Background: an optimization exercise with open tools, aiming at small area, a short achievable clock period and few clock cycles per item. Do not read the settings as production practice.
The RTL was checked by simulation tests, not by an equivalence proof against the original design.
Power and IR drop assume default switching activity.

// mbcq_enc
module mbcq_enc #(
    parameter integer N  = 33,      
    parameter integer HQ = 2        
) (
    input  wire        clk,
    input  wire        rst,         
    input  wire        in_valid,
    output wire        in_ready,
    input  wire        in_last,     
    input  wire [1:0]  in_fmt,      
    input  wire [1:0]  in_k,        
    input  wire [31:0] in_elem,     
    output wire        out_valid,
    input  wire        out_ready,
    output wire        out_hdr,     
    output wire        out_last,    
    output wire [15:0] out_data
);
    localparam integer PW = (N > 32) ? 6 : 5;       
    localparam integer QW = (HQ > 2) ? 2 : 1;       
    function automatic [4:0] lzc23;      
        input [22:0] v;
        integer i;
        begin
            lzc23 = 5'd23;
            for (i = 0; i < 23; i = i + 1)
                if (v[i]) lzc23 = 5'd23 - i[4:0];
        end
    endfunction
    wire        i_f16  = (in_fmt == 2'd2);
    wire        i_b16  = (in_fmt == 2'd1);
    wire        i_s    = (i_f16 || i_b16) ? in_elem[15] : in_elem[31];
    wire [7:0]  i_ex   = i_f16 ? {3'b000, in_elem[14:10]} : i_b16 ? in_elem[14:7] : in_elem[30:23];
    wire [22:0] i_man  = i_f16 ? {in_elem[9:0], 13'h0} : i_b16 ? {in_elem[6:0], 16'h0} : in_elem[22:0];
    wire [4:0]  i_lz   = i_f16 ? lzc23({in_elem[9:0], 13'h0}) :
                         i_b16 ? lzc23({in_elem[6:0], 16'h0}) : lzc23(in_elem[22:0]);
    reg        rdy;               
    reg        busy;              
    reg        a_v, a_last, a_s, a_f16;
    reg [1:0]  a_k;
    reg [7:0]  a_ex;
    reg [22:0] a_man;
    reg [4:0]  a_lz;              
    assign in_ready = rdy;
    always @(posedge clk) begin
        a_s    <= i_s;
        a_ex   <= i_ex;
        a_man  <= i_man;
        a_lz   <= i_lz;
        a_f16  <= i_f16;
        a_k    <= in_k;
        a_last <= in_last;
        if (rst) a_v <= 1'b0;
        else     a_v <= in_valid & !busy;
    end
  ...
Size in the first run: ~3200 cells after synthesis, about 61 I/O pins, ~46000 sq um of cells after synthesis.
==> flow/config.mk <==
export PLATFORM = sky130hd
export DESIGN_NAME = mbcq_enc
export DESIGN_NICKNAME = mbcq_enc
export VERILOG_FILES = /design/flow/design.v
export SDC_FILE = /design/flow/constraint.sdc
export NUM_CORES = 4
export LEC_CHECK = 0
export CAP_MARGIN = 20
export CORE_MARGIN = 2
export CORE_UTILIZATION = 55
export CTS_BUF_LIST = sky130_fd_sc_hd__clkbuf_8
export CTS_CLUSTER_DIAMETER = 70
export CTS_CLUSTER_SIZE = 14
export PLACE_DENSITY = 0.65
export SLEW_MARGIN = 20
==> flow/constraint.sdc <==
create_clock -name core_clock -period 16.0 [get_ports {clk}]
set_input_delay 3.2000 -clock core_clock [delete_from_list [all_inputs] [get_ports {clk}]]
set_output_delay 3.2000 -clock core_clock [all_outputs]
set_load 0.01 [all_outputs]
standard.sh (not shown) runs the stock make flow with config.mk's settings and CLKGATE_MAP_FILE= SYNTH_SCRIPT=/design/flow/synth_recipe.tcl, a recipe that flattens the netlist after the stock synthesis.
==> flow/flow/run.sh <==
#!/bin/bash
# Own layout flow: the standard ORFS flow (standard.sh), with the ports
# buffered by a plain buffer instead of the delay-cell buffer ORFS picks.
# The make output goes to flow.log in the work folder; ORFS's own per-step
# logs stay under orfs/logs/.
set -euo pipefail
bash standard.sh \
  "BUFFER_PORTS_ARGS=-buffer_cell sky130_fd_sc_hd__buf_2" \
  SETUP_SLACK_MARGIN=11.5 \
  finish > flow.log 2>&1
The baseline produced a clean layout.
Testbench counts at the start, summed over its fixed seeds: cycles 377,501, items 363,761.
==> next run, changes <==
ABC_CLOCK_PERIOD_IN_PS = 4000   (was default)
CORE_UTILIZATION = 70   (was 55)
PLACE_DENSITY = 0.8   (was 0.65)
The changed run finished with timing, DRC and antenna clean; setup slack improves by 0.038 ns; worst hold slack improves by 0.0056 ns; non-clock buffer count increases by 3; clock skew hardly moves; fmax increases slightly.
==> next run, changes <==
ABC_AREA = 1   (was default)
ABC_CLOCK_PERIOD_IN_PS = default   (was 4000)
The new run ran to the end with no violations. Combinational power increases by about 14%. Power increases by about 4%. Maximum frequency increases by 0.31%. Utilization increases by 0.58 points. Worst setup slack improves by 0.014 ns. Sequential share of layout area decreases by 0.84 points.
==> next run, changes <==
ABC_AREA = default   (was 1)
Outcome: Count of clock-buffer cells in the layout does not change; hold slack improved by 0.0070 ns; sequential cell count stays the same; cell area drops by 1.3%.

==> static timing again, ports no longer ideal <==
The flow's constraints put no driver on any port. The routed layouts listed below were extracted and timed again, unchanged, in two steps.
Step 1 assumes that a clkbuf_16 drives the clock port and a buf_2 every other input.
Step 2, shift: input delay + t, output delay - t, t = (earliest + latest rising clock arrival at the registers) / 2. This alone moves slack from input paths to output paths.
Three values: ideal, step 1, step 2; two values: the first two.
run	t (ns)	slack for setup (ns)	worst register clock-pin slew, ns
the first run	0.816	11.500 / 11.438 / 11.017	0.10 / 0.10
the second run	0.797	11.538 / 11.479 / 11.055	0.10 / 0.10
the third run	0.801	11.552 / 11.489 / 11.019	0.10 / 0.10
the fourth run	0.797	11.538 / 11.479 / 11.055	0.10 / 0.10
After both steps every run listed still meets setup and hold. The setup slack of the third run, which loses most, moves by -0.063 ns with the drivers and by -0.533 ns with both steps.
